Context: an optimization exercise on an open-source flow, tuned for small area, a short achievable clock period and few clock cycles per item. The choices shown serve that exercise and are no tape-out recipe. RTL that was checked went through simulation tests only; none was proved equivalent to the original. Power is estimated from default activity; no workload was simulated.

## build 31
==> flow/design.v <==
module fe_rms (
    input  wire        clk,
    input  wire        rst_n,
    input  wire        start,
    input  wire [63:0] sum,      
    input  wire [31:0] count,    
    output wire        in_ready,
    output reg         out_valid,
    output wire [31:0] rms
);
    reg        dbusy;
    reg [4:0]  dcnt;
    reg [31:0] drem;       
    reg [39:0] dq;         
    reg [31:0] dn;         
    reg        dz;         
    reg  ready;            
    wire dlast = (dcnt == 5'd28);    
    wire dfin  = (dcnt == 5'd29);    
    assign in_ready = ready;
    wire [33:0] tq = {drem, dq[39:38]};
    wire [33:0] d1, d2;
    wire        ge1, ge2;
    fe_rms_sub #(.W(34)) u_sub1 (.a(tq), .b({2'b0, dn}), .d(d1), .ge(ge1));
    fe_rms_sub #(.W(34)) u_sub2 (.a(tq), .b({1'b0, dn, 1'b0}), .d(d2), .ge(ge2));
    wire [34:0] ta = {1'b0, tq};
    wire [34:0] tb = ~{3'b0, dn};
    wire [34:0] tc = ~{2'b0, dn, 1'b0};
    wire [34:0] cx = ta ^ tb ^ tc;
    wire [34:0] cc = (ta & tb) | (ta & tc) | (tb & tc);
    wire [34:0] d3;
    fe_rms_add #(.W(35)) u_add3 (.a(cx), .b({cc[33:0], 1'b1}), .ci(1'b1), .s(d3));
    wire        ge3 = !d3[34];
    wire        q1  = ge2;
    wire        q2  = ge3 || (ge1 && !ge2);
    wire [31:0] r2  = ge3 ? d3[31:0] : ge2 ? d2[31:0] : ge1 ? d1[31:0] : tq[31:0];
    always @(posedge clk) begin
        if (in_ready) begin
            drem <= sum[63:40];
            dq   <= sum[39:0];
            dn   <= count;
            dz   <= (count == 32'd0);
            dcnt <= 5'd0;
        end else begin
            drem <= r2;
            dq   <= {dq[37:0], 2'b00};
            dcnt <= dcnt + 5'd1;
        end
        if (!rst_n) begin
            dbusy <= 1'b0;
            ready <= 1'b1;
        end else if (in_ready) begin
            dbusy <= start;
            ready <= !start;
        end else begin
            ready <= dlast;
        end
    end
    reg        sv;         
    reg        sfirst;     
    reg        slast;      
    reg [1:0]  qp;
    reg        pnz;        
    always @(posedge clk) begin
        qp     <= dz ? 2'b00 : {q1, q2};
        sfirst <= (dcnt == 5'd0);
        slast  <= dlast;
        if (dfin)
            pnz <= (drem != 32'd0);
        if (!rst_n)
            sv <= 1'b0;
        else
            sv <= dbusy && !dfin;
    end
    reg [29:0] srem;       
    reg [28:0] root;
    wire [31:0] ssh = {srem, qp};
    wire [28:0] rt  = root;
    wire [31:0] sdf;
    wire        sb;
    fe_rms_sub #(.W(32)) u_sub3 (.a(ssh), .b({1'b0, rt[28:0], 2'b01}), .d(sdf), .ge(sb));
    wire [29:0] sr  = sb ? sdf[29:0] : ssh[29:0];
    reg         srnd;      
    wire        inc = root[0] && !(!pnz && srem == 30'd0 && !root[1]);
    always @(posedge clk) begin
        if (sfirst)
            srem <= {28'd0, qp[1] & qp[0], qp[1] & !qp[0]};
        else
            srem <= sr;
        if (srnd)
            root <= {1'b0, root[28:1]} + {28'd0, inc};
        else if (sfirst)
            root <= {28'd0, qp != 2'b00};
        else
            root <= {rt[27:0], sb};
        if (!rst_n) begin
            srnd      <= 1'b0;
            out_valid <= 1'b0;
        end else begin
            srnd      <= sv && slast;
            out_valid <= srnd;
        end
    end
    assign rms = {3'd0, root};
endmodule
module fe_rms_sub #(
    parameter W = 33
) (
    input  wire [W-1:0] a,
    input  wire [W-1:0] b,
    output wire [W-1:0] d,
    output wire         ge
);
    localparam L = (W > 32) ? 6 : (W > 16) ? 5 : (W > 8) ? 4 : (W > 4) ? 3 : 2;
    wire [W-1:0] p = a ^ ~b;
    wire [W-1:0] g = a & ~b;
    wire [W-1:0] G [0:L];
    wire [W-1:0] P [0:L];
    assign G[0] = {g[W-1:1], g[0] | p[0]};
    assign P[0] = p;
    genvar l, i;
    generate
        for (l = 0; l < L; l = l + 1) begin : g_lvl
            for (i = 0; i < W; i = i + 1) begin : g_bit
                if ((i >> l) & 1) begin : g_op
                    localparam integer K = ((i >> l) << l) - 1;
                    assign G[l+1][i] = G[l][i] | (P[l][i] & G[l][K]);
                    assign P[l+1][i] = P[l][i] & P[l][K];
                end else begin : g_pass
                    assign G[l+1][i] = G[l][i];
                    assign P[l+1][i] = P[l][i];
                end
            end
        end
    endgenerate
    assign d  = p ^ {G[L][W-2:0], 1'b1};
    assign ge = G[L][W-1];
endmodule
module fe_rms_add #(
    parameter W = 35
) (
    input  wire [W-1:0] a,
    input  wire [W-1:0] b,
    input  wire         ci,
    output wire [W-1:0] s
);
    localparam L = (W > 32) ? 6 : (W > 16) ? 5 : (W > 8) ? 4 : (W > 4) ? 3 : 2;
    wire [W-1:0] p = a ^ b;
    wire [W-1:0] g = a & b;
    wire [W-1:0] G [0:L];
    wire [W-1:0] P [0:L];
    assign G[0] = {g[W-1:1], g[0] | (p[0] & ci)};
    assign P[0] = p;
    genvar l, i;
    generate
        for (l = 0; l < L; l = l + 1) begin : g_lvl
            for (i = 0; i < W; i = i + 1) begin : g_bit
                if ((i >> l) & 1) begin : g_op
                    localparam integer K = ((i >> l) << l) - 1;
                    assign G[l+1][i] = G[l][i] | (P[l][i] & G[l][K]);
                    assign P[l+1][i] = P[l][i] & P[l][K];
                end else begin : g_pass
                    assign G[l+1][i] = G[l][i];
                    assign P[l+1][i] = P[l][i];
                end
            end
        end
    endgenerate
    assign s = p ^ {G[L][W-2:0], ci};
endmodule
==> flow/config.mk <==
export PLATFORM = sky130hd
export DESIGN_NAME = fe_rms
export DESIGN_NICKNAME = fe_rms
export VERILOG_FILES = /design/flow/design.v
export SDC_FILE = /design/flow/constraint.sdc
export NUM_CORES = 4
export LEC_CHECK = 0
export ABC_AREA = 1
export CAP_MARGIN = 20
export CORE_MARGIN = 2
export CORE_UTILIZATION = 40
export SLEW_MARGIN = 20
==> flow/constraint.sdc <==
create_clock -name core_clock -period 10.0 [get_ports {clk}]
set_input_delay 2.0000 -clock core_clock [delete_from_list [all_inputs] [get_ports {clk}]]
set_output_delay 2.0000 -clock core_clock [all_outputs]
set_load 0.01 [all_outputs]
standard.sh (not shown) runs the stock make flow with config.mk's settings and CLKGATE_MAP_FILE= SYNTH_SCRIPT=/design/flow/synth_recipe.tcl, a recipe that flattens the netlist after the stock synthesis.
==> flow/flow/run.sh <==
#!/bin/bash
# Layout flow: the standard flow (its synthesis, floorplan, power grid,
# tap cells, placement, clock tree and routing), with two changes made through
# ORFS variables: timing repair aims at a setup slack of 7 ns instead of
# 0 ns, and the input and output ports are buffered with sky130_fd_sc_hd__buf_1.
# standard.sh's output goes to standard.log; ORFS keeps each step's log under
# orfs/logs/.
set -euo pipefail
export SETUP_SLACK_MARGIN=7
export BUFFER_PORTS_ARGS="-buffer_cell sky130_fd_sc_hd__buf_1"
bash standard.sh > standard.log 2>&1
Testbench counts of build 31, summed over its fixed seeds: cycles 48,016, items 1,600.
Changes in trial 87 relative to build 31:
--- a/flow/design.v
+++ b/flow/design.v
@@ -15,12 +15,13 @@
     reg [31:0] dn;         
     reg        dz;         
     reg  ready;            
     wire dlast = (dcnt == 5'd28);    
     wire dfin  = (dcnt == 5'd29);    
     assign in_ready = ready;
+    wire load = !dbusy || dfin;
     wire [33:0] tq = {drem, dq[39:38]};
     wire [33:0] d1, d2;
     wire        ge1, ge2;
     fe_rms_sub #(.W(34)) u_sub1 (.a(tq), .b({2'b0, dn}), .d(d1), .ge(ge1));
     fe_rms_sub #(.W(34)) u_sub2 (.a(tq), .b({1'b0, dn, 1'b0}), .d(d2), .ge(ge2));
     wire [34:0] ta = {1'b0, tq};
@@ -32,13 +33,13 @@
     fe_rms_add #(.W(35)) u_add3 (.a(cx), .b({cc[33:0], 1'b1}), .ci(1'b1), .s(d3));
     wire        ge3 = !d3[34];
     wire        q1  = ge2;
     wire        q2  = ge3 || (ge1 && !ge2);
     wire [31:0] r2  = ge3 ? d3[31:0] : ge2 ? d2[31:0] : ge1 ? d1[31:0] : tq[31:0];
     always @(posedge clk) begin
-        if (in_ready) begin
+        if (load) begin
             drem <= sum[63:40];
             dq   <= sum[39:0];
             dn   <= count;
             dz   <= (count == 32'd0);
             dcnt <= 5'd0;
         end else begin
Findings:
Looking at number of global-route vias before repair, trial 87 sits 171 higher than build 31 does.
Build 31 reached the end of the flow, and the finished layout is clean on the timing, DRC and antenna checks.
Every stage of the flow completed for trial 87, and the final layout passed the timing, DRC and antenna checks.
For trial 87, the slowest stage cell on the critical path was sky130_fd_sc_hd__edfxtp_1, unlike build 31, where it was sky130_fd_sc_hd__fa_1.
Proportion of power drawn by the clock network essentially unchanged between build 31 and trial 87.
Compared with build 31, in trial 87 synthesis-to-finish area growth decreased 0.46 points, combinational share of power increased 0.5 points, maximum achievable frequency essentially unchanged.
The number of DRC violations after detailed-routing iteration 0 reported for trial 87 is smaller than that of build 31 by about 10%.
Post-detailed-placement cell area, trial 87 vs build 31: down slightly
met4 as the topmost layer with routed signal wires was reported by trial 87, and met5 by build 31.
The final worst hold slack in trial 87 was higher than what build 31 gave.
Trial 87 vs. build 31: total die area dropped 370 sq um; required time of the worst setup path climbed 0.06 ns.
Testbench counts of trial 87, summed over its fixed seeds: cycles 48,016, items 1,600.

Starts from the design.v that is shown in full above.
export LEC_CHECK = 0
export CAP_MARGIN = 20
export CORE_MARGIN = 2
export CORE_UTILIZATION = 40
export SLEW_MARGIN = 20
create_clock -name core_clock -period 10.0 [get_ports {clk}]
==> flow/flow/run.sh <==
#!/bin/bash
# Layout flow: the standard flow (its synthesis, floorplan, power grid,
# tap cells, placement, clock tree and routing), with two changes made through
# ORFS variables: timing repair aims at a setup slack of 6.5 ns instead of
# 0 ns, and the input and output ports are buffered with sky130_fd_sc_hd__buf_1.
# standard.sh's output goes to standard.log; ORFS keeps each step's log under
# orfs/logs/.
set -euo pipefail
export SETUP_SLACK_MARGIN=6.5
export BUFFER_PORTS_ARGS="-buffer_cell sky130_fd_sc_hd__buf_1"
bash standard.sh > standard.log 2>&1
Testbench counts at the start, summed over its fixed seeds: cycles 48,016, items 1,600.
Change:
--- a/flow/design.v
+++ b/flow/design.v
@@ -110,9 +110,9 @@
     input  wire [W-1:0] b,
     output wire [W-1:0] d,
     output wire         ge
 );
-    localparam L = (W > 32) ? 6 : (W > 16) ? 5 : (W > 8) ? 4 : (W > 4) ? 3 : 2;
+    localparam L = $clog2(W);
     wire [W-1:0] p = a ^ ~b;
     wire [W-1:0] g = a & ~b;
     wire [W-1:0] G [0:L];
     wire [W-1:0] P [0:L];
@@ -143,9 +143,9 @@
     input  wire [W-1:0] b,
     input  wire         ci,
     output wire [W-1:0] s
 );
-    localparam L = (W > 32) ? 6 : (W > 16) ? 5 : (W > 8) ? 4 : (W > 4) ? 3 : 2;
+    localparam L = $clog2(W);
     wire [W-1:0] p = a ^ b;
     wire [W-1:0] g = a & b;
     wire [W-1:0] G [0:L];
     wire [W-1:0] P [0:L];
What happened: The new run completed with no timing, DRC or antenna violations. Sequential power is about the same. Die area is unchanged. Via count does not change. Routed wire length is unchanged. Cell area does not change. Maximum frequency is unchanged. Power does not change. Critical path depth does not change.
Only the layout flow was run in the second run of this note; the RTL was not checked for function there.

==> afterwards: timing with drivers on the ports <==
Ports are ideal in the flow. The routed layouts listed here were re-timed in OpenROAD.
Step 1, drivers: a clkbuf_16 drives clk and a buf_2 each remaining input, both assumed.
Step 2 also shifts input and output timing later by t, the mid clock arrival at the registers, as if the neighbouring blocks saw the same clock.
Slacks: ideal / step 1 / step 2; pairs: ideal / step 1.
| run | t (ns) | setup slack, ns | clock arrival spread, ns |
|---|---|---|---|
| build 31 | 0.498 | 7.017 / 6.985 / 6.620 | 0.017 / 0.018 |
| trial 87 | 0.506 | 7.015 / 6.973 / 6.719 | 0.016 / 0.015 |
| the first run of note 2 | 0.495 | 6.397 / 6.397 / 6.397 | 0.011 / 0.010 |
| the second run of note 2 | 0.495 | 6.397 / 6.397 / 6.397 | 0.011 / 0.010 |
After both steps every run listed still meets setup and hold. The setup slack of build 31, which loses most, moves by -0.032 ns with the drivers and by -0.397 ns with both steps.
